Source: an optimization exercise on an open RTL-to-GDS flow (aim: small area, a short achievable clock period and few clock cycles per item). Production flows keep margins and buffers that such runs may drop. Function was not checked in any run shown here: the RTL went through the layout flow alone. Power figures rest on the tool's default switching activity, not on a simulated workload.

===== flow/constraint.sdc =====
create_clock -name core_clock -period 18.0 [get_ports {clk}]
set_input_delay 3.6000 -clock core_clock [delete_from_list [all_inputs] [get_ports {clk}]]
set_output_delay 3.6000 -clock core_clock [all_outputs]
set_load 0.01 [all_outputs]

===== flow/run.sh =====
#!/bin/bash
# synth_recipe.tcl (not shown) runs the flow's synth.tcl, then flattens the netlist and writes it again
# the make line also repeats each setting of config.mk as NAME=value (left out here)
make -C /OpenROAD-flow-scripts/flow DESIGN_CONFIG=/design/flow/config.mk WORK_HOME=/design/flow/orfs CLKGATE_MAP_FILE= SYNTH_SCRIPT=/design/flow/synth_recipe.tcl finish

===== flow/config.mk =====
export PLATFORM = sky130hd
export DESIGN_NAME = mx_narrow
export DESIGN_NICKNAME = mx_narrow
export VERILOG_FILES = /design/flow/design.v
export SDC_FILE = /design/flow/constraint.sdc
export NUM_CORES = 4
export LEC_CHECK = 0
export CAP_MARGIN = 20
export CORE_MARGIN = 2
export CORE_UTILIZATION = 40
export PLACE_DENSITY = 0.6
export SLEW_MARGIN = 20

===== flow/design.v =====
module mx_narrow (
    input  wire        clk,
    input  wire        rst,
    input  wire        in_valid,
    output wire        in_ready,
    input  wire [31:0] in_data,
    input  wire [3:0]  in_fmt,
    output wire        out_valid,
    input  wire        out_ready,
    output wire [7:0]  out_elem,
    output wire [7:0]  out_scale,
    output wire        out_last
);
    function f_is_fp;   input [3:0] f; f_is_fp = (f >= 4'd4) && (f <= 4'd8); endfunction
    function f_is_fp8;  input [3:0] f; f_is_fp8 = (f == 4'd4) || (f == 4'd5); endfunction
    function [3:0] f_bias;
        input [3:0] f;
        case (f)
        4'd4: f_bias = 4'd7;
        4'd5: f_bias = 4'd15;
        4'd6: f_bias = 4'd1;
        4'd7: f_bias = 4'd3;
        4'd8: f_bias = 4'd1;
        default: f_bias = 4'd0;
        endcase
    endfunction
    function [4:0] f_ca;
        input [3:0] f;
        case (f)
        4'd4: f_ca = 5'd15;
        4'd5: f_ca = 5'd30;
        4'd6: f_ca = 5'd3;
        4'd7: f_ca = 5'd7;
        4'd8: f_ca = 5'd3;
        default: f_ca = 5'd0;
        endcase
    endfunction
    function [2:0] f_c2;
        input [3:0] f;
        case (f)
        4'd4: f_c2 = 3'd4;
        4'd5: f_c2 = 3'd5;
        4'd6: f_c2 = 3'd4;
        4'd7: f_c2 = 3'd5;
        4'd8: f_c2 = 3'd6;
        default: f_c2 = 3'd0;
        endcase
    endfunction
    function [6:0] f_maxenc;
        input [3:0] f;
        case (f)
        4'd4: f_maxenc = 7'h7E;
        4'd5: f_maxenc = 7'h7B;
        4'd6: f_maxenc = 7'h1F;
        4'd7: f_maxenc = 7'h1F;
        4'd8: f_maxenc = 7'h07;
        default: f_maxenc = 7'h7F;
        endcase
    endfunction
    function [1:0] f_mbits;
        input [3:0] f;
        case (f)
        4'd4: f_mbits = 2'd3;
        4'd5: f_mbits = 2'd2;
        4'd6: f_mbits = 2'd3;
        4'd7: f_mbits = 2'd2;
        4'd8: f_mbits = 2'd1;
        default: f_mbits = 2'd0;
        endcase
    endfunction
    reg [4:0] ph;        
    reg [4:0] wj;        
    reg [4:0] rj;        
    reg       dv;        
    reg       in_rdy;
    assign in_ready = in_rdy;
    wire in_fire    = in_valid & in_rdy;
    wire completing = in_fire & (wj == 5'd31);
    reg [31:0] s1_d;
    reg        s1_v, s1_first, s1_last;
    reg [3:0]  s1_f;
    reg [3:0]  ff;         
    wire        s1_int = ~f_is_fp(s1_f);
    wire        p_sg = s1_d[31];
    wire [7:0]  p_e  = s1_d[30:23];
    wire [22:0] p_m  = s1_d[22:0];
    reg signed [9:0] f_sk;  reg f_n;             
    reg signed [9:0] c_sk;  reg c_n;  reg [3:0] c_f;    
    reg signed [9:0] d_sk;  reg d_n;  reg [3:0] d_f;    
    wire       s1_e1  = &p_e;
    wire       s1_mnz = |p_m;
    wire       s1_nan = s1_e1 & s1_mnz;
    wire [7:0] s1_eff = s1_e1 ? (s1_mnz ? 8'd0 : 8'd254) : p_e;
    wire signed [9:0] s1_ska = $signed({2'd0, s1_eff}) - $signed({5'd0, f_ca(s1_f)});
    wire signed [9:0] s1_skb = -$signed({6'd0, f_bias(s1_f)});
    wire signed [9:0] s1_sk  = (s1_ska > s1_skb) ? s1_ska : s1_skb;
    wire signed [9:0] new_sk = (s1_first | (s1_sk > f_sk)) ? s1_sk : f_sk;
    wire              new_n  = s1_nan | (f_n & ~s1_first);
    wire              done   = s1_v & s1_last;
    reg  [23:5] p_s;      
    reg  [3:0]  p_f;
    reg  [7:0]  p_l;
    integer k;
    always @(*) begin
        p_s[23] = 1'b0;
        for (k = 22; k >= 5; k = k - 1)
            p_s[k] = p_s[k+1] | p_m[k];
        p_f = 4'd0;
        p_l = 8'd0;
        for (k = 5; k <= 22; k = k + 1)
            if (p_m[k] & ~p_s[k+1]) begin
                p_f = p_f | p_m[k-1 -: 4];
                p_l = p_l | (k[7:0] - 8'd22);
            end
    end
    wire p_st_sub = |(p_m[17:0] & p_s[22:5]);
    reg [7:0] p_ec;
    reg [7:0] p_lo;
    always @(*) begin
        if (p_e == 8'hFF) begin
            if (s1_mnz) begin
                p_ec = 8'hFF; p_lo = 8'h00;
            end else begin
                p_ec = 8'hFE; p_lo = s1_int ? 8'hFF : 8'hF8;
            end
        end else if (p_e == 8'h00) begin
            if (s1_int) begin
                p_ec = p_m[22] ? 8'hFF : 8'h00;
                p_lo = {p_m[21:15], |p_m[14:0]};
            end else if (p_s[5]) begin
                p_ec = p_l;
                p_lo = {p_f, p_st_sub, 1'b1, 2'b00};
            end else begin
                p_ec = 8'h00; p_lo = 8'h00;
            end
        end else begin
            p_ec = p_e;
            p_lo = s1_int ? {p_m[22:16], |p_m[15:0]} : {p_m[22:19], |p_m[18:0], 3'b000};
        end
    end
    wire [16:0] pack = {p_sg, p_ec, p_lo};
    reg [17*32-1:0] ring;
    wire [16:0] ring_rd = ring[17*30-1 -: 17];    
    always @(posedge clk) begin
        ring <= {ring[17*31-1:0], s1_v ? pack : ring[17*32-1 -: 17]};
    end
    reg [16:0] a0_d, a1_d;
    reg        a0_v, a0_cplt, a0_first, a0_last;
    reg        a1_v, a1_cplt, a1_first, a1_last;
    reg        b_v, b_last;
    reg        b_sg, b_st, b_nan;
    reg [7:0]  b_sig;
    reg [3:0]  b_sh;
    reg [4:0]  b_ef;
    reg        o_v, o_last;
    reg [7:0]  o_elem, o_scale;
    assign out_valid = o_v;
    assign out_elem  = o_elem;
    assign out_scale = o_scale;
    assign out_last  = o_last;
    wire adv     = ~o_v | out_ready;
    wire a1_go   = a1_v & a1_cplt & adv;
    wire a1_free = ~a1_v | a1_go;
    wire a0_go   = a0_v & a1_free;
    wire a0_free = ~a0_v | a0_go;
    wire rd_base = (ph + 5'd2 == rj) & (dv | (rj < wj));
    wire rd      = rd_base & a0_free;
    wire [3:0]        x_f  = a1_first ? c_f  : d_f;
    wire signed [9:0] x_sk = a1_first ? c_sk : d_sk;
    wire              x_fp = f_is_fp(x_f);
    wire [2:0]        x_c2 = f_c2(x_f);
    wire        x_sg = a1_d[16];
    wire [7:0]  x_ec = a1_d[15:8];
    wire [7:0]  x_lo = a1_d[7:0];
    wire        x_flag = x_fp & x_lo[2];
    wire        x_zero = x_fp & (x_ec == 8'd0) & ~x_lo[2];
    wire        x_nan  = x_fp & (x_ec == 8'hFF) & ~x_lo[2];
    wire [9:0]  x_e    = {{2{x_flag & x_ec[7]}}, x_ec & {8{x_fp | (x_ec != 8'hFF)}}};
    wire [7:0]  x_sig  = x_fp ? (x_zero ? 8'd0 : {1'b1, x_lo[7:4], 3'b000})
                              : {x_ec != 8'd0, x_lo[7:1]};
    wire        x_st   = x_fp ? x_lo[3] : x_lo[0];
    wire signed [9:0] x_w  = $signed(x_e) - x_sk;
    wire              x_norm = x_fp & ~x_zero & ~x_w[9] & (x_w != 10'sd0);
    wire [3:0]        x_t  = {1'b0, x_c2} + 4'd1 - x_w[3:0];
    wire              x_big = x_w < ($signed({7'd0, x_c2}) - 10'sd8);
    wire [3:0]        x_sh = x_norm ? {1'b0, x_c2} : (x_big ? 4'd9 : x_t);
    wire [4:0]        x_ef = x_norm ? x_w[4:0] : 5'd0;
    wire        y_fp   = f_is_fp(d_f);
    wire [1:0]  y_mb   = f_mbits(d_f);
    wire [6:0]  y_max  = f_maxenc(d_f);
    wire        y_bnan = d_n & ~f_is_fp8(d_f);
    wire [16:0] y_wide   = {b_sig, 9'd0} >> b_sh;
    wire [6:0]  y_kept   = y_wide[15:9];
    wire        y_guard  = y_wide[8];
    wire        y_sticky = (|y_wide[7:0]) | b_st;
    wire        y_rnd    = y_guard & (y_sticky | y_kept[0]);
    reg  [6:0]  y_enc;           
    always @(*) begin
        case (y_mb)
        2'd3:    y_enc = {b_ef[3:0], y_kept[2:0]};
        2'd2:    y_enc = {b_ef, y_kept[1:0]};
        default: y_enc = {1'b0, b_ef, y_kept[0]};
        endcase
    end
    wire        y_fsat = (y_enc > y_max) | ((y_enc == y_max) & y_rnd) |
                         ((y_mb == 2'd3) & b_ef[4]);
    wire        y_isat = (y_kept == 7'd127) & y_rnd;
    wire [7:0]  y_base = y_fp ? {1'b0, y_enc} : (b_sg ? {1'b1, ~y_kept} : {1'b0, y_kept});
    wire        y_cin  = y_fp ? y_rnd : (b_sg ^ y_rnd);
    wire [7:0]  y_sum  = y_base + {7'd0, y_cin};
    reg  [7:0]  y_fel;
    always @(*) begin
        y_fel = {1'b0, y_fsat ? y_max : y_sum[6:0]};
        case (d_f)
        4'd6, 4'd7: y_fel[5] = b_sg;
        4'd8:       y_fel[3] = b_sg;
        default:    y_fel[7] = b_sg;
        endcase
    end
    wire [7:0]  y_iel = y_isat ? (b_sg ? 8'h81 : 8'h7F) : y_sum;
    wire [7:0]  y_el  = y_bnan ? 8'h00 :
                        (b_nan & f_is_fp8(d_f)) ? 8'h7F :
                        y_fp ? y_fel : y_iel;
    wire [9:0]  y_s   = d_sk + {6'd0, f_bias(d_f)};
    wire [4:0] wj_n = wj + {4'd0, in_fire};
    wire [4:0] rj_n = rj + {4'd0, rd};
    wire       dv_n = completing ? 1'b1 : (rd & (rj == 5'd31)) ? 1'b0 : dv;
    wire       rdy_n = (ph + 5'd2 == wj_n) & (~dv_n | (wj_n < rj_n));
    always @(posedge clk) begin
        s1_d     <= in_data;
        s1_first <= (wj == 5'd0);
        s1_last  <= (wj == 5'd31);
        s1_f     <= (wj == 5'd0) ? in_fmt : ff;
        if (in_fire & (wj == 5'd0)) ff <= in_fmt;
        if (s1_v) begin
            f_sk <= new_sk;
            f_n  <= new_n;
        end
        if (done) begin
            c_sk <= new_sk;
            c_n  <= new_n;
            c_f  <= s1_f;
        end
        if (rd) begin
            a0_d     <= ring_rd;
            a0_first <= (rj == 5'd0);
            a0_last  <= (rj == 5'd31);
        end
        if (a0_go) begin
            a1_d     <= a0_d;
            a1_first <= a0_first;
            a1_last  <= a0_last;
        end
        if (a1_go & a1_first) begin
            d_sk <= c_sk;
            d_n  <= c_n;
            d_f  <= c_f;
        end
        if (adv) begin
            b_last  <= a1_last;
            b_sg    <= x_sg;
            b_st    <= x_st;
            b_nan   <= x_nan;
            b_sig   <= x_sig;
            b_sh    <= x_sh;
            b_ef    <= x_ef;
            o_last  <= b_last;
            o_elem  <= y_el;
            o_scale <= y_bnan ? 8'hFF : y_s[7:0];
        end
        if (rst) begin
            ph     <= 5'd31;
            wj     <= 5'd0;
            rj     <= 5'd0;
            dv     <= 1'b0;
            in_rdy <= 1'b1;
            s1_v   <= 1'b0;
            a0_v   <= 1'b0;
            a1_v   <= 1'b0;
            b_v    <= 1'b0;
            o_v    <= 1'b0;
        end else begin
            ph     <= ph + 5'd1;
            wj     <= wj_n;
            rj     <= rj_n;
            dv     <= dv_n;
            in_rdy <= rdy_n;
            s1_v   <= in_fire;
            if (rd) begin
                a0_v    <= 1'b1;
                a0_cplt <= dv;
            end else begin
                if (a0_go) a0_v <= 1'b0;
                if (done) a0_cplt <= 1'b1;
            end
            if (a0_go) begin
                a1_v    <= 1'b1;
                a1_cplt <= a0_cplt | done;
            end else begin
                if (a1_go) a1_v <= 1'b0;
                if (done) a1_cplt <= 1'b1;
            end
            if (adv) begin
                b_v <= a1_v & a1_cplt;
                o_v <= b_v;
            end
        end
    end
endmodule

==> impl_metrics.csv, run 1 <==
group,metric,value,unit
global_route,grt_overflow,0,
timing,slew_headroom,0.3418,
power_and_ir_drop,ir_drop,0.07675,mV
synth,yosys-top-cells-count,"dfxtp_1, edfxtp_1, nor2_1",
synth,ys.flop_type,"dfxtp_1",
global_route,grt_pass1_vias,11950,
synth,ys_types,81,
timing,worstMarginPinSlew,0.9852,ns
synth,synth.net_count,1777,
global_route,use_met1,0.1903,
min_path,holdCritPathClass,"reg -> reg",
clock_tree,postCtsHoldBufs,0,
status,status,"no timing/DRC/antenna violations",
clock_tree,h-tree-depth,3,
synth,synth.area.top_cells,"dfxtp_1, edfxtp_1, ha_1",
worst_setup_path,endpoint_kind,"flop",
floorplan,die_w,238.2,µm
clock_tree,clk_pin_slew,0.06,ns
clock_tree,cts_tree,"built",
power_and_ir_drop,p_leak,10.23,nW
synth,yosysWarnings,1,
clock_tree,root_buffer,"clkbuf_16",
route,first_pass_iters,5,
route,dr.first_iter.drc_count,656,
worst_setup_path,cp-start-kind,"flop",
power_and_ir_drop,clkPwrFrac,0.433,
clock_tree,clockBufferDepth,3,
floorplan,die_area,56750,µm²
placement,dp_hpwl,26330,µm
clock_tree,clock-sinks,727,
floorplan,num_io_pins,59,
clock_tree,postCtsSetupBuffers,0,
power_and_ir_drop,power_frac_seq,0.517,
global_route,gr-usage-met2,0.2172,
power_and_ir_drop,swShare,0.2135,
power_and_ir_drop,combPwrFrac,0.051,
placement,dp.cells,2372,
clock_tree,cts_resized,0,
worst_setup_path,critPathMaxFanout,18,
power_and_ir_drop,p_sw,0.7481,mW
run,drv_cap,0,
finish,stdcell_count,2502,
global_route,met3_usage,0.03297,
clock_tree,clock_latency,0.60,ns
timing,max_freq,127.1,MHz
synth,ys_async_sr_fraction,0,
route,wl_per_cell,15.63,µm
timing,finalCriticalPeriod,7.866,ns
finish,area_delta_synth_final,16.98,%
timing,rsz0062_at_grt,"false",
timing,totalNegativeSetupSlack,0,ns
floorplan,initial_core_util,0.4062,
worst_setup_path,crit_path_top_delay_cell,"or4_1",
synth,synth_edf_count,123,
timing,finalSetupViolCount,0,
floorplan,coreArea,54030,µm²
clock_tree,numCtsBuffers,70,
global_route,top_usage_layer,"met2",
global_route,antenna_found_initial,1,
synth,yosysMostFrequentCell,"dfxtp_1",
route,drc,0,
timing,skew,0.01540,ns
worst_setup_path,max_stage_delay,0.82,ns
timing,drv_slew,0,
route,wl,39110,µm
route,routed_via_density,4.799,
worst_setup_path,crit_chain,"or4_1 -> nor2_1 -> a41o_1 -> and2_1 -> ha_1 -> nor2b_1 -> o21ai_0 -> a21boi_0 -> nor3_1 -> ha_1 -> or3_1 -> o311ai_0 -> o22ai_1 -> nor2_1 -> mux2_2 -> ha_1 -> inv_1 -> o21ai_0 -> nand2b_1 -> o21ai_0 -> a21oi_2 -> mux2_2",
floorplan,fp.dieH,238.2,µm
route,drtAntennaViolNets,0,
worst_setup_path,arrival,8.20,ns
synth,synth-seq-area-share,0.7193,
global_route,grt_pass1_wl,63220,µm
finish,design_area,25670,µm²
global_route,track_usage,0.1407,
synth,syn_inst,1666,
timing,hold_viol,0,
finish,nets,1859,
power_and_ir_drop,power-per-cell-area,136.5,nW/µm²
synth,synth_largest_area_cell,"dfxtp_1",
synth,ys_ff_latch,727,
global_route,grt_max_degree,43,
synth,synth_area,21940,µm²
finish,drive_gt1_frac,0.09645,
power_and_ir_drop,internal_power,2.756,mW
synth,synth_top_area_frac,0.5510,
timing,fin_crit_sh,0.4370,
worst_setup_path,crit_type,"reg -> reg",
route,via_count,12010,
floorplan,fp-row-count,85,
placement,gp_congestion,0.8582,
synth,synth.avg_cell_area,13.17,µm²
worst_setup_path,cp.required,18.33,ns
placement,post_dp_cell_area,23200,µm²
placement,port_buffers,58,
==> worst max-delay path: cells and delay by family, from the launching register on <==
kind,cells,cell delay [ns]
AOI/OAI and AO/OA,8,2.03
adders and majority gates,3,0.93
buffers and inverters,1,0.04
DFF,1,0.50
muxes,2,0.85
and+or+nand+nor,8,3.24
==> final cells by class <==
cell class / instances / area [µm²]
fillers: 4775 / 28360
flip-flops and latches: 727 / 15790
multi-input cells: 818 / 5677
clock buffers: 95 / 1999
well taps: 696 / 870.8
repair buffers: 62 / 610.6
clock inverters: 33 / 459.2
inverters: 69 / 264.0
diodes: 2 / 5.005
==> stage by stage <==
stage               total power [mW]  hold slack, ns  setup WS (ns)    util
finish                         3.504          0.3146          10.13  0.4752
global route                   3.651          0.3156          9.363  0.4751
CTS                            3.551          0.3131          9.796  0.4750
detailed placement             2.023          0.3121          9.855  0.4295
global placement               2.023          0.3096          9.935  0.4295
floorplan                      1.955          0.3096          10.69       -
==> cells in the final DEF, fill, tap and decap left out, types with 14 or more instances in the layout <==
master           synthesis  final
and2_1                  18     18
xnor2_1                 24     24
mux2_2                  20     20
a21oi_1                 71     70
dfxtp_1                604    604
mux2i_1                 31     31
nand3_1                 23     23
ha_1                    67     67
nand2_1                 76     76
nor2_1                  86     86
clkdlybuf4s50_1          0     58
edfxtp_1               123    123
inv_1                   67     67
nor2b_1                 36     36
nor4_1                  14     14
clkbuf_16                0     73
nor3_1                  25     25
o21ai_0                 60     59
nand2b_1                24     23
xor2_1                  19     19
==> final timing paths <==
| check | from | end | slack [ns] | cells past startpoint |
|---|---|---|---|---|
| setup / recovery | s1_d[22] | c_sk[6] | 10.13 | 22 |
| hold / removal | ring[18] | ring[35] | 0.31 | 0 |
| setup reg to reg | s1_d[22] | c_sk[6] | 10.13 | 22 |
| hold reg to reg | ring[18] | ring[35] | 0.31 | 0 |
==> power groups by stage <==
stage	combinational, mW	clock [mW]	sequential, mW
final	0.177	1.52	1.81
after global routing	0.201	1.63	1.82
after CTS	0.179	1.56	1.81
after detailed placement	0.178	0	1.85
after global placement	0.178	0	1.84
after floorplan	0.131	0	1.82
==> metal layers <==
layer  routed length (µm)  vias up  part of all wire
met5                    0        -                 0
met4                 1183        0             0.030
met3                 1836       96             0.047
met2                17370      271              0.44
met1                18720     5653              0.48
li1                     -     5988                 -
==> sequential cells by signal (all words and copies together) (netlist names), 5 cells and up <==
name,cells
a1_d,17
b_sig,8
b_ef,5
wj,5
a0_d,17
rj,5
f_sk,10
ring,544
o_elem,8
s1_d,32
ph,5
d_sk,10
c_sk,10
o_scale,8
==> logic make-up after synthesis <==
family,Yosys count,synth area share
AOI/OAI and AO/OA,270,0.08091
xor gates and xnor gates,43,0.01716
adders and majority gates,71,0.04185
buffers and inverters,121,0.02229
DFF,727,0.7193
muxes,52,0.02543
and+or+nand+nor,382,0.09305
==> run 2, diff against run 1 <==
--- a/flow/config.mk
+++ b/flow/config.mk
@@ -5,8 +5,8 @@
 export SDC_FILE = /design/flow/constraint.sdc
 export NUM_CORES = 4
 export LEC_CHECK = 0
-export CAP_MARGIN = 20
+export CAP_MARGIN = 70
 export CORE_MARGIN = 2
 export CORE_UTILIZATION = 40
 export PLACE_DENSITY = 0.6
-export SLEW_MARGIN = 20
+export SLEW_MARGIN = 70
==> run 2 against run 1 <==
Worst setup slack better by 0.64 ns; clock skew up 0.011 ns; cell count up 0.68%; highest routed layer unchanged; critical path depth up 3.
==> impl_metrics.csv, run 2 <==
group,metric,value,unit
clock_tree,cts_resized,0,
clock_tree,postCtsHoldBufs,0,
placement,post_dp_cell_area,23490,µm²
power_and_ir_drop,power-per-cell-area,134.2,nW/µm²
worst_setup_path,endpoint_kind,"flop",
route,via_count,12160,
timing,slew_headroom,0.6842,
worst_setup_path,crit_type,"reg -> reg",
finish,design_area,25980,µm²
clock_tree,clock_latency,0.61,ns
clock_tree,h-tree-depth,3,
finish,final_common_cell,"dfxtp_1",
floorplan,die_area,56750,µm²
timing,worstMarginPinSlew,0.4725,ns
finish,regMostFlops,"ring",
global_route,antenna_found_initial,1,
floorplan,initial_core_util,0.4062,
power_and_ir_drop,internal_power,2.720,mW
timing,rsz0062_at_grt,"false",
clock_tree,cts_tree,"built",
placement,gp_congestion,0.8582,
floorplan,die_w,238.2,µm
power_and_ir_drop,p_leak,10.34,nW
synth,synth.net_count,1777,
placement,port_buffers,58,
power_and_ir_drop,power_frac_seq,0.520,
floorplan,num_io_pins,59,
finish,n_fill_cell,4780,
timing,fin_crit_sh,0.4016,
synth,yosys-top-cells-count,"dfxtp_1, edfxtp_1, nor2_1",
floorplan,fp-row-count,85,
timing,max_freq,138.3,MHz
clock_tree,numCtsBuffers,71,
synth,syn_inst,1666,
synth,synth.area.top_cells,"dfxtp_1, edfxtp_1, ha_1",
finish,drive_gt1_frac,0.1256,
placement,dp_hpwl,26950,µm
timing,holdWs,0.3147,ns
min_path,holdCritPathClass,"reg -> reg",
floorplan,coreArea,54030,µm²
global_route,track_usage,0.1437,
synth,ys_async_sr_fraction,0,
synth,yosysWarnings,1,
global_route,grt_overflow,0,
finish,top_regs,"ring: 544 flops, s1_d: 32 flops",
route,dr.first_iter.drc_count,762,
power_and_ir_drop,ir_drop,0.08897,mV
power_and_ir_drop,clkPwrFrac,0.426,
clock_tree,clock-sinks,727,
synth,synth.avg_cell_area,13.17,µm²
synth,synth_area,21940,µm²
worst_setup_path,arrival,7.57,ns
clock_tree,root_buffer,"clkbuf_16",
synth,ys.flop_type,"dfxtp_1",
worst_setup_path,cp-start-kind,"flop",
timing,hold_viol,0,
synth,yosysMostFrequentCell,"dfxtp_1",
synth,synth_edf_count,123,
synth,synth_largest_area_cell,"dfxtp_1",
timing,finalSetupViolCount,0,
finish,final_cell_mix,"dfxtp_1, edfxtp_1, nor2_1, nand2_1, clkbuf_16",
route,first_pass_iters,5,
route,routed_via_density,4.827,
worst_setup_path,critPathMaxFanout,18,
clock_tree,postCtsSetupBuffers,0,
finish,nets,1877,
timing,finalCriticalPeriod,7.228,ns
timing,totalNegativeSetupSlack,0,ns
route,wl,40030,µm
synth,ys_types,81,
power_and_ir_drop,p_sw,0.7668,mW
run,drv_cap,0,
power_and_ir_drop,swShare,0.2199,
worst_setup_path,cp.required,18.34,ns
power_and_ir_drop,combPwrFrac,0.054,
clock_tree,clk_pin_slew,0.06,ns
timing,skew,0.02644,ns
timing,drv_slew,0,
finish,antenna_cells,0,
global_route,grt_pass1_wl,64540,µm
finish,largest_register_ff_count,544,
global_route,grt_pass1_vias,12320,
global_route,grt_max_degree,43,
synth,synth_top_area_frac,0.5510,
route,wl_per_cell,15.89,µm
synth,ys_ff_latch,727,
status,status,"no timing/DRC/antenna violations",
route,drc,0,
synth,synth-seq-area-share,0.7193,
clock_tree,clockBufferDepth,3,
floorplan,fp.dieH,238.2,µm
finish,area_delta_synth_final,18.41,%
route,drtAntennaViolNets,0,
## run 2: cell counts after synthesis
No cell type changed its count.
## run 2: per-stage QoR
step,std cells,setup slack (ns),util,total power [mW]
2_1_floorplan,1666,10.69,-,1.955
3_3_place_gp,2372,9.935,0.4295,2.023
3_5_place_dp,2389,10.48,0.4349,2.030
4_1_cts,2519,10.46,0.4796,3.528
5_1_grt,2519,10.19,0.4810,3.636
6_report,2519,10.77,0.4810,3.487
## run 2: logic make-up (layout without fill, tap and decap cells)
family | after synthesis | after routing | synth area share
flops | 727 | 727 | 0.7193
simple gates | 382 | 382 | 0.09305
compound gates | 270 | 270 | 0.08091
buf+inv | 121 | 278 | 0.02229
fa+ha+maj | 71 | 71 | 0.04185
mux | 52 | 52 | 0.02543
xor+xnor | 43 | 43 | 0.01716
## run 2: area by class of cell
| type | count | area [µm²] | share of cell area |
|---|---|---|---|
| tap | 696 | 870.8 | 0.03351 |
| clock inverter | 37 | 465.4 | 0.01791 |
| clock buffer | 93 | 1949 | 0.07502 |
| timing repair buffer | 79 | 739.5 | 0.02846 |
| inverter | 69 | 269.0 | 0.01035 |
| sequential | 727 | 15800 | 0.6080 |
| multi-input combinational | 818 | 5892 | 0.2267 |
## run 2: metal layers
metal / part of all wire / GRT usage
met1: 0.48 / 0.1928
met2: 0.45 / 0.2259
met3: 0.045 / 0.03320
met4: 0.029 / 0.05568
met5: 0 / 0
## run 2: power by group through the flow
| stage | sequential, mW | combinational (mW) | clock, mW |
|---|---|---|---|
| finish | 1.81 | 0.189 | 1.49 |
| global route | 1.82 | 0.214 | 1.60 |
| CTS | 1.81 | 0.186 | 1.53 |
| detailed placement | 1.85 | 0.185 | 0 |
| global placement | 1.84 | 0.178 | 0 |
| floorplan | 1.82 | 0.131 | 0 |
## run 2: critical path, cell delays in order, from the launching register on
cell and delay (ns):
dfxtp_2 0.42, or4_2 0.87, nor2_1 0.39, a41o_2 0.41, and2_1 0.19, ha_1 0.22
nor2b_1 0.12, o21ai_0 0.19, a21boi_0 0.14, o21ai_0 0.22, nand2_1 0.13, mux2i_1 0.23
nor2_1 0.08, ha_1 0.31, a2111oi_1 0.51, o22ai_2 0.23, nor2_4 0.28, mux2i_1 0.29
ha_1 0.28, nor2b_1 0.13, o21a_1 0.16, o21a_1 0.16, o21a_1 0.15, o21ai_0 0.31
a21oi_4 0.19, mux2_2 0.33
## run 2: final timing paths
check | startpoint | endpoint | slack (ns) | cells after the start
setup / recovery | s1_d[22] | c_sk[6] | 10.77 | 25
hold / removal | ring[413] | ring[430] | 0.31 | 0
setup reg to reg | s1_d[22] | c_sk[6] | 10.77 | 25
hold reg to reg | ring[413] | ring[430] | 0.31 | 0
==> run 3, diff against run 2 <==
--- a/flow/design.v
+++ b/flow/design.v
@@ -24,6 +24,17 @@
         default: f_bias = 4'd0;
         endcase
     endfunction
+    function [3:0] f_emax;
+        input [3:0] f;
+        case (f)
+        4'd4: f_emax = 4'd8;
+        4'd5: f_emax = 4'd15;
+        4'd6: f_emax = 4'd2;
+        4'd7: f_emax = 4'd4;
+        4'd8: f_emax = 4'd2;
+        default: f_emax = 4'd0;
+        endcase
+    endfunction
     function [4:0] f_ca;
         input [3:0] f;
         case (f)
@@ -78,23 +89,26 @@
     wire completing = in_fire & (wj == 5'd31);
     reg [31:0] s1_d;
     reg        s1_v, s1_first, s1_last;
+    reg        s1_e1;      
+    reg        s1_mnz;     
     reg [3:0]  s1_f;
     reg [3:0]  ff;         
     wire        s1_int = ~f_is_fp(s1_f);
     wire        p_sg = s1_d[31];
     wire [7:0]  p_e  = s1_d[30:23];
     wire [22:0] p_m  = s1_d[22:0];
-    reg signed [9:0] f_sk;  reg f_n;             
-    reg signed [9:0] c_sk;  reg c_n;  reg [3:0] c_f;    
-    reg signed [9:0] d_sk;  reg d_n;  reg [3:0] d_f;    
-    wire       s1_e1  = &p_e;
-    wire       s1_mnz = |p_m;
+    reg [7:0]        f_mc;
+    reg signed [8:0] f_sk;  reg f_n;                     
+    reg signed [8:0] c_sk;  reg c_n;  reg [3:0] c_f;     
+    reg signed [8:0] d_sk;  reg d_n;  reg [3:0] d_f;     
     wire       s1_nan = s1_e1 & s1_mnz;
     wire [7:0] s1_eff = s1_e1 ? (s1_mnz ? 8'd0 : 8'd254) : p_e;
-    wire signed [9:0] s1_ska = $signed({2'd0, s1_eff}) - $signed({5'd0, f_ca(s1_f)});
-    wire signed [9:0] s1_skb = -$signed({6'd0, f_bias(s1_f)});
-    wire signed [9:0] s1_sk  = (s1_ska > s1_skb) ? s1_ska : s1_skb;
-    wire signed [9:0] new_sk = (s1_first | (s1_sk > f_sk)) ? s1_sk : f_sk;
+    wire [7:0]        t_cm = s1_first ? {4'd0, f_emax(s1_f)} : f_mc;
+    wire signed [8:0] t_ck = s1_first ? -$signed({5'd0, f_bias(s1_f)}) : f_sk;
+    wire              t_gt = s1_eff > t_cm;
+    wire signed [8:0] t_ek = $signed({1'b0, s1_eff}) - $signed({4'd0, f_ca(s1_f)});
+    wire [7:0]        new_mc = t_gt ? s1_eff : t_cm;
+    wire signed [8:0] new_sk = t_gt ? t_ek : t_ck;
     wire              new_n  = s1_nan | (f_n & ~s1_first);
     wire              done   = s1_v & s1_last;
     reg  [23:5] p_s;      
@@ -164,9 +178,11 @@
     wire a0_go   = a0_v & a1_free;
     wire a0_free = ~a0_v | a0_go;
     wire rd_base = (ph + 5'd2 == rj) & (dv | (rj < wj));
-    wire rd      = rd_base & a0_free;
+    wire rd_r0   = rd_base & (~a0_v | ~a1_v | (a1_cplt & ~o_v));
+    wire rd_r1   = rd_base & a1_cplt;
+    wire rd      = rd_r0 | (rd_r1 & out_ready);
     wire [3:0]        x_f  = a1_first ? c_f  : d_f;
-    wire signed [9:0] x_sk = a1_first ? c_sk : d_sk;
+    wire signed [8:0] x_sk = a1_first ? c_sk : d_sk;
     wire              x_fp = f_is_fp(x_f);
     wire [2:0]        x_c2 = f_c2(x_f);
     wire        x_sg = a1_d[16];
@@ -179,7 +195,7 @@
     wire [7:0]  x_sig  = x_fp ? (x_zero ? 8'd0 : {1'b1, x_lo[7:4], 3'b000})
                               : {x_ec != 8'd0, x_lo[7:1]};
     wire        x_st   = x_fp ? x_lo[3] : x_lo[0];
-    wire signed [9:0] x_w  = $signed(x_e) - x_sk;
+    wire signed [9:0] x_w  = $signed(x_e) - {x_sk[8], x_sk};
     wire              x_norm = x_fp & ~x_zero & ~x_w[9] & (x_w != 10'sd0);
     wire [3:0]        x_t  = {1'b0, x_c2} + 4'd1 - x_w[3:0];
     wire              x_big = x_w < ($signed({7'd0, x_c2}) - 10'sd8);
@@ -221,18 +237,28 @@
     wire [7:0]  y_el  = y_bnan ? 8'h00 :
                         (b_nan & f_is_fp8(d_f)) ? 8'h7F :
                         y_fp ? y_fel : y_iel;
-    wire [9:0]  y_s   = d_sk + {6'd0, f_bias(d_f)};
-    wire [4:0] wj_n = wj + {4'd0, in_fire};
-    wire [4:0] rj_n = rj + {4'd0, rd};
+    wire [8:0]  y_s   = d_sk + {5'd0, f_bias(d_f)};
+    wire [4:0] wj_1 = wj + 5'd1;
+    wire [4:0] rj_1 = rj + 5'd1;
+    wire [4:0] wj_n = in_fire ? wj_1 : wj;
+    wire [4:0] rj_n = rd ? rj_1 : rj;
     wire       dv_n = completing ? 1'b1 : (rd & (rj == 5'd31)) ? 1'b0 : dv;
-    wire       rdy_n = (ph + 5'd2 == wj_n) & (~dv_n | (wj_n < rj_n));
+    wire [4:0] ph2  = ph + 5'd2;
+    wire       r00 = (ph2 == wj)   & (~dv | (wj < rj));
+    wire       r01 = (ph2 == wj)   & (~(dv & (rj != 5'd31)) | (wj < rj_1));
+    wire       r10 = (ph2 == wj_1) & ((wj == 5'd31) ? (wj_1 < rj) : (~dv | (wj_1 < rj)));
+    wire       r11 = (ph2 == wj_1) & ((wj == 5'd31) ? (wj_1 < rj_1) : (~(dv & (rj != 5'd31)) | (wj_1 < rj_1)));
+    wire       rdy_n = in_fire ? (rd ? r11 : r10) : (rd ? r01 : r00);
     always @(posedge clk) begin
         s1_d     <= in_data;
         s1_first <= (wj == 5'd0);
         s1_last  <= (wj == 5'd31);
         s1_f     <= (wj == 5'd0) ? in_fmt : ff;
+        s1_e1    <= &in_data[30:23];
+        s1_mnz   <= |in_data[22:0];
         if (in_fire & (wj == 5'd0)) ff <= in_fmt;
         if (s1_v) begin
+            f_mc <= new_mc;
             f_sk <= new_sk;
             f_n  <= new_n;
         end
--- a/flow/config.mk
+++ b/flow/config.mk
@@ -5,8 +5,8 @@
 export SDC_FILE = /design/flow/constraint.sdc
 export NUM_CORES = 4
 export LEC_CHECK = 0
-export CAP_MARGIN = 70
+export CAP_MARGIN = 20
 export CORE_MARGIN = 2
 export CORE_UTILIZATION = 40
 export PLACE_DENSITY = 0.6
-export SLEW_MARGIN = 70
+export SLEW_MARGIN = 20
==> run 3 against run 2 <==
Still clean on timing, DRC and antenna; critical path depth decreased by 17; count of clock-buffer cells in the layout increased by 8; utilization decreased by 0.82 points; non-clock buffer count decreased by 17; design area about the same; die area increased by 1.1%; clock power about the same; cell count increased by 2.1%; sequential share of layout area increased by 0.66 points; sequential power about the same; combinational power decreased by 29%; largest cell class unchanged; largest power group unchanged.
==> impl_metrics.csv, run 3 <==
group,metric,value,unit
status,status,"no timing/DRC/antenna violations",
timing,fin_crit_sh,0.3434,
worst_setup_path,r2r_setup_slack,13.12,ns
worst_setup_path,cp.required,18.22,ns
power_and_ir_drop,p_leak,10.13,nW
floorplan,die_area,57390,µm²
power_and_ir_drop,internal_power,2.742,mW
finish,design_area,25990,µm²
synth,synth_fa_ha_area_frac,0.04251,
synth,synth_top_area_frac,0.5466,
finish,final_cell_mix,"dfxtp_1, edfxtp_1, nor2_1, a21oi_1, o21ai_0",
floorplan,die_w,239.6,µm
route,dr.first_iter.drc_count,747,
clock_tree,clockBufferDepth,3,
synth,synth_area,22200,µm²
clock_tree,postCtsHoldBufs,0,
min_path,hold_start,"ring[486]",
floorplan,num_io_pins,59,
clock_tree,clk_pin_slew,0.07,ns
timing,holdWs,0.3127,ns
floorplan,coreArea,54990,µm²
route,met3_wirelength,1573,µm
route,wl_per_cell,15.45,µm
synth,synth.net_count,1804,
global_route,grt_max_degree,49,
finish,largest_register_ff_count,544,
run,drv_cap,0,
route,routed_via_density,4.730,
global_route,antenna_found_initial,1,
synth,yosysWarnings,1,
power_and_ir_drop,p_sw,0.7257,mW
floorplan,fp.dieH,239.6,µm
timing,totalNegativeSetupSlack,0,ns
synth,synth.area.top_cells,"dfxtp_1, edfxtp_1, ha_1",
clock_tree,cts_resized,0,
floorplan,fp-row-count,86,
power_and_ir_drop,power_frac_seq,0.527,
synth,synth-xor-area-share,0.02091,
finish,nets,1883,
power_and_ir_drop,power-per-cell-area,133.4,nW/µm²
timing,rsz0062_at_grt,"false",
clock_tree,h-tree-depth,3,
finish,area_delta_synth_final,17.11,%
global_route,grt_pass1_vias,12170,
finish,top_regs,"ring: 544 flops, s1_d: 32 flops",
synth,synth-seq-area-share,0.7198,
worst_setup_path,endpoint_kind,"flop",
synth,syn_inst,1691,
placement,port_buffers,58,
global_route,grt_pass1_wl,64490,µm
synth,ys.flop_type,"dfxtp_1",
finish,drive_gt1_frac,0.08658,
timing,finalSetupViolCount,0,
route,met1_length,19700,µm
worst_setup_path,critPathMaxFanout,42,
clock_tree,postCtsSetupBuffers,0,
finish,antenna_cells,0,
worst_setup_path,worstReg2RegEnd,"b_sh[0]",
clock_tree,cts_tree,"built",
min_path,hold_end,"ring[503]",
synth,synth_top_family_by_area,"simple AND/OR/NAND/NOR gates",
timing,slew_headroom,0.3249,
timing,drv_slew,0,
synth,synth-simple-area-share,0.08580,
synth,yosys-mux-area-fraction,0.02492,
synth,ys_async_sr_fraction,0,
route,wl,39760,µm
min_path,worstHoldPathCells,0,
placement,post_dp_cell_area,23540,µm²
synth,ys_ff_latch,734,
placement,gp_congestion,0.8707,
route,drtAntennaViolNets,0,
clock_tree,clock-sinks,734,
floorplan,initial_core_util,0.4037,
worst_setup_path,crit_type,"in -> reg",
worst_setup_path,cp-start-kind,"primary input",
route,first_pass_iters,5,
timing,skew,0.01933,ns
synth,yosysMostFrequentCell,"dfxtp_1",
min_path,holdCritPathClass,"reg -> reg",
synth,ys_types,75,
worst_setup_path,arrival,6.40,ns
worst_setup_path,r2r_cells,16,
synth,yosys-top-cells-count,"dfxtp_1, edfxtp_1, nor2_1",
route,drc,0,
route,met2WireLength,17470,µm
clock_tree,numCtsBuffers,70,
synth,synth.avg_cell_area,13.13,µm²
route,top_layer_used,"met4",
global_route,track_usage,0.1422,
power_and_ir_drop,ir_drop,0.08860,mV
finish,final_common_cell,"dfxtp_1",
timing,max_freq,161.8,MHz
synth,synth_edf_count,128,
finish,regMostFlops,"ring",
synth,synth_largest_area_cell,"dfxtp_1",
power_and_ir_drop,swShare,0.2093,
worst_setup_path,rr_startpoint,"d_f[0]",
route,via_count,12170,
timing,finalCriticalPeriod,6.182,ns
power_and_ir_drop,clkPwrFrac,0.434,
global_route,grt_overflow,0,
power_and_ir_drop,combPwrFrac,0.039,
clock_tree,root_buffer,"clkbuf_16",
placement,dp_hpwl,26560,µm
timing,worstMarginPinSlew,1.013,ns
clock_tree,clock_latency,0.60,ns
finish,postLayoutCoreUtil,0.4727,
timing,hold_viol,0,
synth,synth-compound-area-share,0.08541,
==> run 3: worst max-delay path, stage by stage <==
cell,delay (ns)
clkdlybuf4s50_1,0.45
nand2b_2,0.78
a21boi_0,0.32
nand2_1,0.15
and3_1,0.23
o21ai_0,0.10
buf_4,0.18
inv_1,0.56
==> run 3: worst max-delay path by stage <==
stage                    from       to  cells past startpoint
CTS                 out_ready  a0_d[6]                      8
global route        out_ready  a0_d[0]                      8
finish              out_ready  a0_d[0]                      8
floorplan           out_ready  a0_d[0]                      7
detailed placement  out_ready  a0_d[1]                      8
global placement    out_ready  a0_d[0]                      8
==> run 3: kinds of logic after synthesis <==
family | Yosys count
AOI/OAI and AO/OA | 296
xor gates and xnor gates | 53
adders and majority gates | 73
buffers and inverters | 119
DFF | 734
muxes | 50
and+or+nand+nor | 366
==> run 3: final cells by class <==
cell class              count  area (µm²)
flip-flops and latches    734       15980
multi-input cells         838        5794
well taps                 748       935.9
clock inverters            26       355.3
inverters                  64       240.2
repair buffers             62       618.1
fillers                  4823       28990
clock buffers             101        2073
==> run 3: power groups by stage <==
stage	combinational, mW	clock [mW]	sequential [mW]
6_report	0.135	1.51	1.83
5_1_grt	0.152	1.61	1.84
3_3_place_gp	0.132	0	1.86
3_5_place_dp	0.134	0	1.86
4_1_cts	0.135	1.55	1.83
2_1_floorplan	0.100	0	1.84
==> run 3: per-layer routing <==
metal	GRT usage	vias up
li1	-	6076
met1	0.1977	5784
met2	0.2184	230
met3	0.03054	80
met4	0.05208	0
met5	0	-
==> run 3: stage by stage <==
step | power [mW] | worst slack [ns] | instances
2_1_floorplan | 1.938 | 11.54 | 1691
3_3_place_gp | 1.992 | 11.26 | 2445
3_5_place_dp | 1.995 | 11.14 | 2445
4_1_cts | 3.516 | 11.75 | 2572
5_1_grt | 3.604 | 11.54 | 2573
6_report | 3.468 | 11.82 | 2573
==> run 4, diff against run 3 <==
==> flow/flow/run.sh (new file) <==
#!/bin/bash
# Standard ORFS layout, with timing repair asked to leave extra setup slack.
set -euo pipefail
bash standard.sh SETUP_SLACK_MARGIN=12.5 finish > standard_make.log 2>&1
==> flow/standard.sh (new file) <==
#!/bin/bash
# synth_recipe.tcl (not shown) runs the flow's synth.tcl, then flattens the netlist and writes it again
# the make line also repeats each setting of config.mk as NAME=value (left out here)
make -C /OpenROAD-flow-scripts/flow DESIGN_CONFIG=/design/flow/config.mk WORK_HOME=/design/flow/orfs CLKGATE_MAP_FILE= SYNTH_SCRIPT=/design/flow/synth_recipe.tcl "${@:-finish}"
removed: flow/run.sh
==> run 4 against run 3 <==
Die area is the same; combinational power is essentially flat; global-route usage is essentially flat; clock power shrank 3%; sequential share of layout area shrank 0.080 points; synthesized area is the same; count of clock-buffer cells in the layout shrank 5; power shrank 1.0%; non-clock buffer count grew 5; worst setup slack gained 0.76 ns.
==> impl_metrics.csv, run 4 <==
group,metric,value,unit
clock_tree,clk_pin_slew,0.06,ns
global_route,grt_pass1_wl,64360,µm
route,dr.first_iter.drc_count,807,
floorplan,coreArea,54990,µm²
timing,finalSetupViolCount,0,
route,via_count,12320,
finish,top_regs,"ring: 544 flops, s1_d: 32 flops",
synth,synth.avg_cell_area,13.13,µm²
synth,syn_inst,1691,
clock_tree,clock-sinks,734,
route,first_pass_iters,7,
power_and_ir_drop,p_leak,10.13,nW
global_route,grt_overflow,0,
finish,design_area,26030,µm²
route,wl_per_cell,15.47,µm
timing,drv_slew,0,
synth,yosysMostFrequentCell,"dfxtp_1",
route,routed_via_density,4.775,
timing,totalNegativeSetupSlack,0,ns
clock_tree,cts_resized,0,
worst_setup_path,endpoint_kind,"flop",
placement,gp_congestion,0.8603,
finish,final_cell_mix,"dfxtp_1, edfxtp_1, nor2_1, o21ai_0, a21oi_1",
finish,antenna_cells,0,
synth,synth_edf_count,128,
timing,max_freq,184.4,MHz
power_and_ir_drop,p_sw,0.7179,mW
status,status,"no timing/DRC/antenna violations",
global_route,grt_max_degree,49,
timing,worstMarginPinSlew,0.8799,ns
synth,ys_ff_latch,734,
timing,fin_ws,12.58,ns
synth,yosysWarnings,1,
floorplan,num_io_pins,59,
timing,rsz0062_at_grt,"true",
route,wl,39890,µm
timing,finalCriticalPeriod,5.424,ns
global_route,antenna_found_initial,0,
power_and_ir_drop,power-per-cell-area,131.8,nW/µm²
floorplan,fp.dieH,239.6,µm
finish,area_delta_synth_final,17.27,%
route,drtAntennaViolNets,0,
clock_tree,numCtsBuffers,70,
min_path,holdCritPathClass,"reg -> reg",
synth,ys_async_sr_fraction,0,
synth,synth.area.top_cells,"dfxtp_1, edfxtp_1, ha_1",
power_and_ir_drop,combPwrFrac,0.040,
timing,slew_headroom,0.4116,
synth,synth_top_area_frac,0.5466,
clock_tree,cts_tree,"built",
synth,synth_largest_area_cell,"dfxtp_1",
worst_setup_path,arrival,5.89,ns
placement,post-place-ws,11.80,ns
finish,regMostFlops,"ring",
timing,skew,0.01593,ns
finish,multi_input_area,5818,µm²
clock_tree,root_buffer,"clkbuf_16",
run,drv_cap,0,
placement,dp_hpwl,26470,µm
finish,regArea,15980,µm²
floorplan,fp-row-count,86,
worst_setup_path,cp.required,18.46,ns
global_route,grt_pass1_vias,12100,
power_and_ir_drop,ir_drop,0.08686,mV
finish,final_common_cell,"dfxtp_1",
finish,nets,1890,
clock_tree,clockBufferDepth,3,
synth,ys.flop_type,"dfxtp_1",
worst_setup_path,crit_type,"in -> reg",
placement,post_dp_cell_area,23570,µm²
floorplan,die_w,239.6,µm
synth,synth_area,22200,µm²
synth,synth-seq-area-share,0.7198,
clock_tree,h-tree-depth,3,
synth,yosys-top-cells-count,"dfxtp_1, edfxtp_1, nor2_1",
power_and_ir_drop,power_frac_seq,0.532,
placement,port_buffers,58,
power_and_ir_drop,clkPwrFrac,0.428,
global_route,track_usage,0.1419,
timing,fin_crit_sh,0.3014,
synth,ys_types,75,
route,drc,0,
finish,n_fill_cell,4865,
floorplan,die_area,57390,µm²
floorplan,initial_core_util,0.4037,
finish,largest_register_ff_count,544,
power_and_ir_drop,internal_power,2.713,mW
finish,drive_gt1_frac,0.09230,
synth,synth.net_count,1804,
power_and_ir_drop,swShare,0.2092,
worst_setup_path,cp-start-kind,"primary input",
timing,hold_viol,0,
clock_tree,clock_latency,0.58,ns
worst_setup_path,critPathMaxFanout,11,
==> run 4: cell counts after synthesis <==
No cell type changed its count.
==> run 4: stage by stage <==
stage               utilization  power (mW)  std cells  hold WS, ns
floorplan                     -       1.938       1691       0.3096
global placement         0.4286       1.992       2447       0.3098
detailed placement       0.4286       1.995       2447       0.3121
CTS                      0.4721       3.476       2574       0.3084
global route             0.4734       3.569       2579       0.3177
finish                   0.4734       3.431       2579       0.3113
==> run 4: kinds of logic (layout without fill, tap and decap cells) <==
group | count (synthesis) | after routing | synth area share
and+or+nand+nor | 366 | 368 | 0.08580
xor gates and xnor gates | 53 | 53 | 0.02091
adders and majority gates | 73 | 73 | 0.04251
AOI/OAI and AO/OA | 296 | 296 | 0.08541
muxes | 50 | 50 | 0.02492
DFF | 734 | 734 | 0.7198
buffers and inverters | 119 | 257 | 0.02069
==> run 4: layer usage <==
metal  up-vias  share of wire  global-route usage  wire length, µm
met5         -              0                   0                0
met4         0          0.027             0.05095             1079
met3        83          0.050             0.03192             1994
met2       326           0.44              0.2169            17600
met1      5818           0.48              0.1975            19210
li1       6088              -                   -                -
==> run 4: path summary, 6_finish.rpt <==
check | from | end | slack (ns) | depth (start not counted)
max reg2reg | d_f[0] | b_sh[0] | 13.21 | 17
min | ring[109] | ring[126] | 0.31 | 0
min reg2reg | ring[109] | ring[126] | 0.31 | 0
max | out_ready | in_rdy | 12.58 | 10
==> run 4: critical path, cell delays in order <==
cell,delay (ns)
clkdlybuf4s50_1,0.52
nand2b_4,0.27
a21boi_2,0.21
nand2_1,0.09
and3_1,0.22
o21ai_0,0.19
buf_4,0.21
mux2i_1,0.18
o21ai_0,0.10
a211o_1,0.30
==> run 4: timing repair <==
item | CTS | global route
setup buffers | 0 | 3
cloned | 1 | 1
setup endpoints to repair | 20 | 20
pin swaps | 0 | 0
hold endpoints to repair | 0 | 0
hold buffers | 0 | 0
==> run 4: power groups by stage <==
stage / Combinational, mW / Clock, mW / Sequential [mW]
after CTS: 0.135 / 1.51 / 1.83
after global routing: 0.153 / 1.58 / 1.84
after detailed placement: 0.134 / 0 / 1.86
final: 0.137 / 1.47 / 1.83
after floorplan: 0.100 / 0 / 1.84
after global placement: 0.132 / 0 / 1.86
==> run 4: cell type report <==
cell class / count / share of cell area
Sequential cell: 734 / 0.6138
Tap cell: 748 / 0.03596
Inverter: 64 / 0.009374
Clock inverter: 30 / 0.01101
Timing Repair Buffer: 67 / 0.02567
Clock buffer: 96 / 0.08062
Multi-Input combinational cell: 840 / 0.2235
==> run 5, diff against run 4 <==
==> flow/flow/run.sh (replaced) <==
#!/bin/bash
# Standard ORFS layout, with timing repair asked to leave extra setup slack.
set -euo pipefail
bash standard.sh SETUP_SLACK_MARGIN=13.5 finish > standard_make.log 2>&1
==> run 5 against run 4 <==
Synthesized area unchanged; via count decreased by 0.17%; design area increased by 0.44%; cell count increased by 0.74%; power about the same; largest cell class unchanged.
==> impl_metrics.csv, run 5 <==
group,metric,value,unit
status,status,"no timing/DRC/antenna violations",
floorplan,fp.dieH,239.6,µm
route,drc,0,
power_and_ir_drop,p_leak,10.21,nW
timing,max_freq,211.1,MHz
synth,synth.area.top_cells,"dfxtp_1, edfxtp_1, ha_1",
clock_tree,h-tree-depth,3,
finish,final_cell_mix,"dfxtp_1, edfxtp_1, nor2_1, o21ai_0, a21oi_1",
synth,synth-seq-area-share,0.7198,
finish,regMostFlops,"ring",
finish,design_area,26140,µm²
clock_tree,cts_tree,"built",
power_and_ir_drop,total_power,3.433,mW
worst_setup_path,critical_path.top_delay_family,"flip-flops",
global_route,grt_pass1_vias,12280,
synth,yosysWarnings,1,
power_and_ir_drop,clkPwrFrac,0.428,
synth,synth.avg_cell_area,13.13,µm²
placement,dp_hpwl,26620,µm
clock_tree,root_buffer,"clkbuf_16",
synth,yosysMostFrequentCell,"dfxtp_1",
route,wl,40210,µm
worst_setup_path,arrival,1.14,ns
timing,finalCriticalPeriod,4.736,ns
timing,slew_headroom,0.2684,
finish,drive_gt1_frac,0.1168,
worst_setup_path,max_stage_delay,0.38,ns
global_route,grt_pass1_wl,65630,µm
clock_tree,clock-sinks,734,
worst_setup_path,critPathMaxFanout,1,
clock_tree,clock_latency,0.60,ns
clock_tree,numCtsBuffers,71,
synth,yosys-top-cells-count,"dfxtp_1, edfxtp_1, nor2_1",
route,first_pass_iters,5,
timing,finalSetupViolCount,0,
route,routed_via_density,4.732,
synth,ys_async_sr_fraction,0,
timing,drv_slew,0,
clock_tree,clockBufferDepth,3,
finish,nets,1908,
synth,ys_types,75,
floorplan,die_w,239.6,µm
synth,syn_inst,1691,
synth,ys_ff_latch,734,
worst_setup_path,critPathBufInv,1,
finish,antenna_cells,0,
power_and_ir_drop,swShare,0.2098,
power_and_ir_drop,p_sw,0.7203,mW
placement,port_buffers,58,
timing,skew,0.02149,ns
timing,totalNegativeSetupSlack,0,ns
placement,gp_congestion,0.8447,
power_and_ir_drop,ir_drop,0.1013,mV
finish,final_common_cell,"dfxtp_1",
worst_setup_path,cp.required,14.40,ns
global_route,grt_max_degree,49,
route,dr.first_iter.drc_count,806,
worst_setup_path,crit_type,"reg -> out",
run,drv_cap,0,
worst_setup_path,cp-start-kind,"flop",
timing,hold_viol,0,
synth,synth_edf_count,128,
global_route,antenna_found_initial,0,
finish,top_regs,"ring: 544 flops, s1_d: 32 flops",
power_and_ir_drop,combPwrFrac,0.040,
power_and_ir_drop,power_frac_seq,0.532,
worst_setup_path,endpoint_kind,"primary output",
timing,rsz0062_at_grt,"true",
synth,ys.flop_type,"dfxtp_1",
power_and_ir_drop,power-per-cell-area,131.3,nW/µm²
finish,area_delta_synth_final,17.79,%
synth,synth_area,22200,µm²
placement,post_dp_cell_area,23590,µm²
global_route,grt_overflow,0,
synth,synth_largest_area_cell,"dfxtp_1",
clock_tree,postCtsHoldBufs,0,
floorplan,coreArea,54990,µm²
global_route,track_usage,0.1447,
route,wl_per_cell,15.48,µm
timing,holdWs,0.3146,ns
floorplan,initial_core_util,0.4037,
route,via_count,12290,
floorplan,die_area,57390,µm²
route,drtAntennaViolNets,0,
synth,synth_top_area_frac,0.5466,
timing,fin_crit_sh,0.2631,
worst_setup_path,crit_chain,"buf_2",
finish,n_fill_cell,4861,
finish,largest_register_ff_count,544,
synth,synth.net_count,1804,
floorplan,fp-row-count,86,
worst_setup_path,crit_path_top_delay_cell,"edfxtp_1",
power_and_ir_drop,internal_power,2.713,mW
clock_tree,clk_pin_slew,0.06,ns
min_path,holdCritPathClass,"reg -> reg",
floorplan,num_io_pins,59,
timing,worstMarginPinSlew,1.082,ns
-- run 5: cell count changes in the layout (fill, tap and decap cells not counted), moves of 3 or more --
| cell | change |
|---|---|
| buf_6 | +5 |
| inv_4 | -3 |
| clkbuf_1 | +4 |
| buf_2 | +17 |
| clkinv_4 | +4 |
| clkdlybuf4s50_1 | -21 |
| buf_4 | +15 |
| clkinv_2 | +3 |
| inv_6 | -3 |
-- run 5: final timing paths --
check / start / to / slack [ns] / cells after the start
max: o_scale[6] / out_scale[6] / 13.26 / 1
min: ring[429] / ring[446] / 0.31 / 0
max reg2reg: d_f[0] / b_sh[0] / 13.67 / 17
min reg2reg: ring[429] / ring[446] / 0.31 / 0
-- run 5: per-stage QoR --
stage            util  setup slack, ns  instances
3_3_place_gp   0.4290            11.97       2446
4_1_cts        0.4744            13.21       2595
3_5_place_dp   0.4290            11.88       2446
2_1_floorplan       -            12.73       1691
6_report       0.4754            13.26       2598
5_1_grt        0.4754            13.20       2598
-- run 5: cell families after synthesis --
| group | synth area share |
|---|---|
| buf+inv | 0.02069 |
| simple gates | 0.08580 |
| xor+xnor | 0.02091 |
| mux | 0.02492 |
| flops | 0.7198 |
| compound gates | 0.08541 |
| fa+ha+maj | 0.04251 |
-- run 5: layer usage --
metal,routed length (µm),up-vias,part of all wire,track usage
li1,-,6124,-,-
met1,19630,5838,0.49,0.2009
met2,17680,248,0.44,0.2185
met3,1720,84,0.043,0.03261
met4,1179,0,0.029,0.05852
met5,0,-,0,0
-- run 5: final cells by class --
| class | count | area [µm²] | area share |
|---|---|---|---|
| multi-input combinational | 840 | 5861 | 0.2242 |
| inverter | 64 | 247.7 | 0.009476 |
| sequential | 734 | 15980 | 0.6113 |
| timing repair buffer | 84 | 725.7 | 0.02776 |
| clock buffer | 98 | 2063 | 0.07892 |
| tap | 748 | 935.9 | 0.03580 |
| clock inverter | 30 | 327.8 | 0.01254 |
-- run 5: timing repair --
| action | in CTS | in global routing |
|---|---|---|
| gates resized for setup | 90 | 5 |
| setup buffers | 19 | 2 |
| pin swaps | 3 | 1 |
| setup endpoints to repair | 92 | 46 |
| gates cloned | 2 | 0 |
-- run 5: power by group through the flow --
stage | logic (mW) | clock network [mW] | registers (mW)
3_5_place_dp | 0.135 | 0 | 1.86
3_3_place_gp | 0.133 | 0 | 1.86
2_1_floorplan | 0.101 | 0 | 1.84
4_1_cts | 0.136 | 1.51 | 1.83
6_report | 0.137 | 1.47 | 1.83
5_1_grt | 0.153 | 1.58 | 1.84
==> run 6, diff against run 5 <==
--- a/flow/config.mk
+++ b/flow/config.mk
@@ -8,5 +8,6 @@
 export CAP_MARGIN = 20
 export CORE_MARGIN = 2
 export CORE_UTILIZATION = 40
+export CTS_BUF_LIST = sky130_fd_sc_hd__clkbuf_4
 export PLACE_DENSITY = 0.6
 export SLEW_MARGIN = 20
==> run 6 against run 5 <==
Still clean; clock skew increased by 0.067 ns; sequential share of layout area increased by 0.59 points; routed wire length increased by 2.1%; non-clock buffer count decreased by 10; worst hold slack got worse by 0.022 ns; flip-flop and latch count unchanged; design area decreased by 0.98%; via count increased by 4.6%; cell count increased by 6.8%; critical endpoint is now out_scale[4]; largest power group unchanged.
==> impl_metrics.csv, run 6 <==
group,metric,value,unit
clock_tree,clock_latency,0.96,ns
clock_tree,root_buffer,"clkbuf_4",
synth,synth-seq-area-share,0.7198,
global_route,grt_overflow,0,
clock_tree,clock-sinks,734,
route,via_count,12860,
clock_tree,clockBufferDepth,3,
finish,drive_gt1_frac,0.1849,
synth,ys_ff_latch,734,
run,drv_cap,0,
finish,area_delta_synth_final,16.64,%
synth,ys_async_sr_fraction,0,
floorplan,initial_core_util,0.4037,
clock_tree,cts_tree,"built",
worst_setup_path,crit_path_top_delay_cell,"edfxtp_1",
floorplan,die_w,239.6,µm
synth,yosys-top-cells-count,"dfxtp_1, edfxtp_1, nor2_1",
route,drc,0,
route,wl_per_cell,14.79,µm
power_and_ir_drop,p_leak,10.32,nW
clock_tree,clk_pin_slew,0.07,ns
synth,ys.flop_type,"dfxtp_1",
floorplan,fp.dieH,239.6,µm
synth,synth_largest_area_cell,"dfxtp_1",
global_route,track_usage,0.1498,
finish,largest_register_ff_count,544,
floorplan,num_io_pins,59,
worst_setup_path,crit_type,"reg -> out",
synth,synth_area,22200,µm²
timing,hold_viol,0,
synth,syn_inst,1691,
finish,design_area,25890,µm²
finish,nets,1997,
placement,gp_congestion,0.8447,
finish,top_regs,"ring: 544 flops, s1_d: 32 flops",
finish,regMostFlops,"ring",
worst_setup_path,arrival,1.49,ns
timing,fin_crit_sh,0.2829,
placement,dp_hpwl,26620,µm
power_and_ir_drop,total_power,3.242,mW
timing,holdWs,0.2928,ns
timing,slew_headroom,0.2812,
floorplan,fp-row-count,86,
finish,n_fill_cell,4980,
worst_setup_path,critPathBufInv,1,
worst_setup_path,cp.required,14.40,ns
worst_setup_path,endpoint_kind,"primary output",
clock_tree,numCtsBuffers,170,
power_and_ir_drop,power-per-cell-area,125.2,nW/µm²
timing,finalSetupViolCount,0,
worst_setup_path,max_stage_delay,0.39,ns
route,first_pass_iters,5,
finish,postLayoutCoreUtil,0.4708,
global_route,grt_pass1_wl,67260,µm
synth,synth.area.top_cells,"dfxtp_1, edfxtp_1, ha_1",
placement,port_buffers,58,
timing,worstMarginPinSlew,1.063,ns
route,dr.first_iter.drc_count,728,
floorplan,die_area,57390,µm²
global_route,grt_max_degree,49,
worst_setup_path,critical_path.top_delay_family,"flip-flops",
timing,finalCriticalPeriod,5.092,ns
finish,final_cell_mix,"dfxtp_1, clkbuf_4, edfxtp_1, nor2_1",
global_route,grt_pass1_vias,13160,
clock_tree,h-tree-depth,4,
timing,skew,0.08839,ns
timing,rsz0062_at_grt,"true",
global_route,antenna_found_initial,2,
synth,synth.net_count,1804,
finish,final_common_cell,"dfxtp_1",
route,routed_via_density,4.636,
synth,synth.avg_cell_area,13.13,µm²
worst_setup_path,cp-start-kind,"flop",
timing,max_freq,196.4,MHz
synth,synth_edf_count,128,
finish,regArea,15980,µm²
power_and_ir_drop,ir_drop,0.07394,mV
status,status,"no timing/DRC/antenna violations",
min_path,holdCritPathClass,"reg -> reg",
floorplan,coreArea,54990,µm²
synth,ys_types,75,
finish,multi_input_area,5868,µm²
synth,synth_top_area_frac,0.5466,
clock_tree,postCtsHoldBufs,0,
route,drtAntennaViolNets,0,
timing,drv_slew,0,
route,wl,41050,µm
timing,totalNegativeSetupSlack,0,ns
synth,yosysMostFrequentCell,"dfxtp_1",
worst_setup_path,r2r_setup_slack,13.69,ns
worst_setup_path,crit_chain,"buf_2",
synth,yosysWarnings,1,
worst_setup_path,critPathMaxFanout,1,
placement,post_dp_cell_area,23590,µm²
run 6: cell counts after synthesis:
Identical to the previous run, type by type.
run 6: cell families after synthesis:
kind of cell,Yosys count,synth area share
XOR/XNOR,53,0.02091
AO/OA/AOI/OAI,296,0.08541
buffers and inverters,119,0.02069
adder cells (fa/ha/maj),73,0.04251
AND/OR/NAND/NOR,366,0.08580
flip-flops,734,0.7198
multiplexers,50,0.02492
run 6: path summary, 6_finish.rpt:
path                            startpoint      endpoint  depth (start not counted)
worst max-delay path            o_scale[4]  out_scale[4]                          1
worst min-delay path             ring[230]     ring[247]                          0
worst max register to register      d_f[0]       b_sh[0]                         17
worst min register to register   ring[230]     ring[247]                          0
run 6: per-stage QoR:
step / instances / setup WS, ns
final: 2775 / 12.91
after global routing: 2775 / 12.71
after CTS: 2770 / 12.74
after detailed placement: 2446 / 11.88
after global placement: 2446 / 11.97
after floorplan: 1691 / 12.73
run 6: routing by layer:
metal	part of all wire	up-vias	global-route usage	wire length, µm
li1	-	6448	-	-
met1	0.48	6048	0.1978	19840
met2	0.44	292	0.2199	18200
met3	0.048	76	0.05071	1972
met4	0.025	0	0.07273	1036
met5	0	-	0	0
run 6: cell type report:
type                       count  share of cell area
multi-input combinational    840              0.2267
clock inverter                51             0.01010
timing repair buffer          74             0.02446
clock buffer                 260             0.07540
sequential                   734              0.6173
antenna                        4           0.0003867
inverter                      64            0.009570
tap                          748             0.03615
run 6: power by group:
part           switching [mW]  internal [mW]  leakage [nW]
combinational          0.0743         0.0618          2.77
clock                   0.612          0.668          1.33
sequential             0.0446           1.78          6.23
total                   0.731           2.51          10.3
run 6: repair_timing:
item                       in CTS  in global routing
setup endpoints to repair      79                 25
setup buffers                  11                  0
gates resized for setup        82                  6
cloned                          2                  0
pin swaps                       1                  0
==> run 7, diff against run 6 <==
--- a/flow/config.mk
+++ b/flow/config.mk
@@ -5,9 +5,9 @@
 export SDC_FILE = /design/flow/constraint.sdc
 export NUM_CORES = 4
 export LEC_CHECK = 0
+export ABC_AREA = 1
 export CAP_MARGIN = 20
 export CORE_MARGIN = 2
 export CORE_UTILIZATION = 40
-export CTS_BUF_LIST = sky130_fd_sc_hd__clkbuf_4
 export PLACE_DENSITY = 0.6
 export SLEW_MARGIN = 20
==> run 7 against run 6 <==
Still clean; power rose by 8.1%; synthesized cell count increased by 14%; routed wire length grew 0.42%; utilization is 0.78 points higher; register-to-register slack improved by 0.22 ns; synthesized area barely moved; worst hold slack gained 0.016 ns; flip-flop and latch count is the same; count of clock-buffer cells in the layout is 166 lower; fmax grew 7.0%.
==> impl_metrics.csv, run 7 <==
group,metric,value,unit
floorplan,coreArea,54990,µm²
global_route,grt_pass1_wl,67920,µm
finish,design_area,26320,µm²
min_path,holdCritPathClass,"reg -> reg",
global_route,grt_pass1_vias,13230,
clock_tree,numCtsBuffers,72,
status,status,"no timing/DRC/antenna violations",
synth,synth.avg_cell_area,11.53,µm²
finish,final_cell_mix,"dfxtp_1, nand2_1, inv_1, nor2_1, edfxtp_1",
synth,synth_largest_area_cell,"dfxtp_1",
worst_setup_path,arrival,1.16,ns
finish,regMostFlops,"ring",
synth,synth_edf_count,128,
power_and_ir_drop,power-per-cell-area,133.1,nW/µm²
route,dr.first_iter.drc_count,814,
timing,finalSetupViolCount,0,
synth,synth-seq-area-share,0.7192,
power_and_ir_drop,clkPwrFrac,0.427,
power_and_ir_drop,combPwrFrac,0.046,
finish,nets,2173,
floorplan,die_area,57430,µm²
timing,rsz0062_at_grt,"true",
placement,post_dp_cell_area,23660,µm²
route,routed_via_density,4.575,
worst_setup_path,endpoint_kind,"primary output",
power_and_ir_drop,p_sw,0.7728,mW
synth,synth_area,22210,µm²
timing,fin_crit_sh,0.2643,
worst_setup_path,cp.required,14.40,ns
run,drv_cap,0,
worst_setup_path,r2r_setup_slack,13.91,ns
worst_setup_path,r2r_cells,23,
power_and_ir_drop,power_frac_seq,0.526,
min_path,hold_start,"ring[488]",
timing,finalCriticalPeriod,4.758,ns
worst_setup_path,path_depth,1,
placement,port_buffers,58,
synth,syn_inst,1926,
synth,yosys-top-cells-count,"dfxtp_1, nand2_1, inv_1",
placement,dp_hpwl,28160,µm
timing,worstMarginPinSlew,0.9461,ns
worst_setup_path,critPathBufInv,1,
synth,yosysWarnings,1,
clock_tree,clock-sinks,734,
timing,totalNegativeSetupSlack,0,ns
route,wl_per_cell,14.39,µm
timing,slew_headroom,0.3626,
floorplan,die_w,239.7,µm
power_and_ir_drop,ir_drop,0.08018,mV
global_route,grt_overflow,0,
global_route,grt_max_degree,41,
clock_tree,root_buffer,"clkbuf_16",
floorplan,fp.dieH,239.7,µm
timing,holdWs,0.3092,ns
worst_setup_path,crit_type,"reg -> out",
worst_setup_path,rr_startpoint,"a1_first",
worst_setup_path,crit_path_top_delay_cell,"edfxtp_1",
clock_tree,postCtsHoldBufs,0,
global_route,antenna_found_initial,0,
clock_tree,clockBufferDepth,3,
clock_tree,h-tree-depth,3,
timing,max_freq,210.2,MHz
finish,largest_register_ff_count,544,
synth,ys_async_sr_fraction,0,
floorplan,initial_core_util,0.4040,
synth,ys_ff_latch,734,
synth,yosysMostFrequentCell,"dfxtp_1",
worst_setup_path,cp-startpoint,"o_scale[7]",
worst_setup_path,critPathMaxFanout,1,
route,wl,41220,µm
clock_tree,cts_tree,"built",
## run 7: changes by cell type after synthesis, sizes merged, moves of 14 or more
cell and change:
and2 -14, clkbuf -33, inv +125, mux2i -31, nand2 +237, nand2b -31, nand3 +72, nor2 +78
nor2b -34, xnor2 -14
## run 7: cells by family (layout without fill, tap and decap cells)
family | Yosys count | count (layout) | share of synthesized area
AOI/OAI and AO/OA | 227 | 228 | 0.05818
adders and majority gates | 73 | 73 | 0.04247
DFF | 734 | 734 | 0.7192
and+or+nand+nor | 642 | 643 | 0.1280
muxes | 4 | 4 | 0.001802
xor gates and xnor gates | 33 | 33 | 0.01301
buffers and inverters | 213 | 402 | 0.03740
## run 7: per-layer routing
layer  part of all wire  global-route usage  vias up
li1                   -                   -     6652
met1               0.49              0.2051     6108
met2               0.44              0.2346      264
met3              0.040             0.02927       83
met4              0.027             0.05246        0
met5                  0                   0        -
## run 7: worst paths after layout
kind	end
setup / recovery	out_scale[7]
hold / removal	ring[505]
setup reg to reg	b_sh[0]
hold reg to reg	ring[505]
## run 7: per-stage QoR
stage | utilization | setup WS (ns) | instances
detailed placement | 0.4303 | 11.32 | 2710
floorplan | - | 12.68 | 1926
global placement | 0.4303 | 11.44 | 2710
finish | 0.4786 | 13.24 | 2865
global route | 0.4786 | 13.19 | 2865
CTS | 0.4778 | 13.19 | 2862
## run 7: cell type report
type	instances	area, µm²
tap	748	935.9
sequential	734	15980
timing repair buffer	79	698.2
clock buffer	94	1984
clock inverter	37	457.9
timing repair inverter	2	15.01
inverter	190	726.9
multi-input combinational	981	5519
fill	4966	28670
## run 7: repair_timing
action,in CTS,in global routing
setup buffers,17,3
pin swaps,5,4
cloned,4,0
setup endpoints to repair,128,64
gates resized for setup,97,8
## run 7: power by group through the flow
stage                     Sequential [mW]  Clock (mW)  Combinational (mW)
after floorplan                      1.86           0               0.113
final                                1.84        1.50               0.163
after CTS                            1.85        1.54               0.163
after global routing                 1.86        1.61               0.185
after global placement               1.88           0               0.156
after detailed placement             1.88           0               0.159

Check on run 7: ideal ports give 13.243 ns setup slack; a clkbuf_16 on the clock port and buf_2 on the inputs give 13.189 ns; moving port delays by the midpoint clock arrival (0.648 ns) as well gives 13.009 ns.
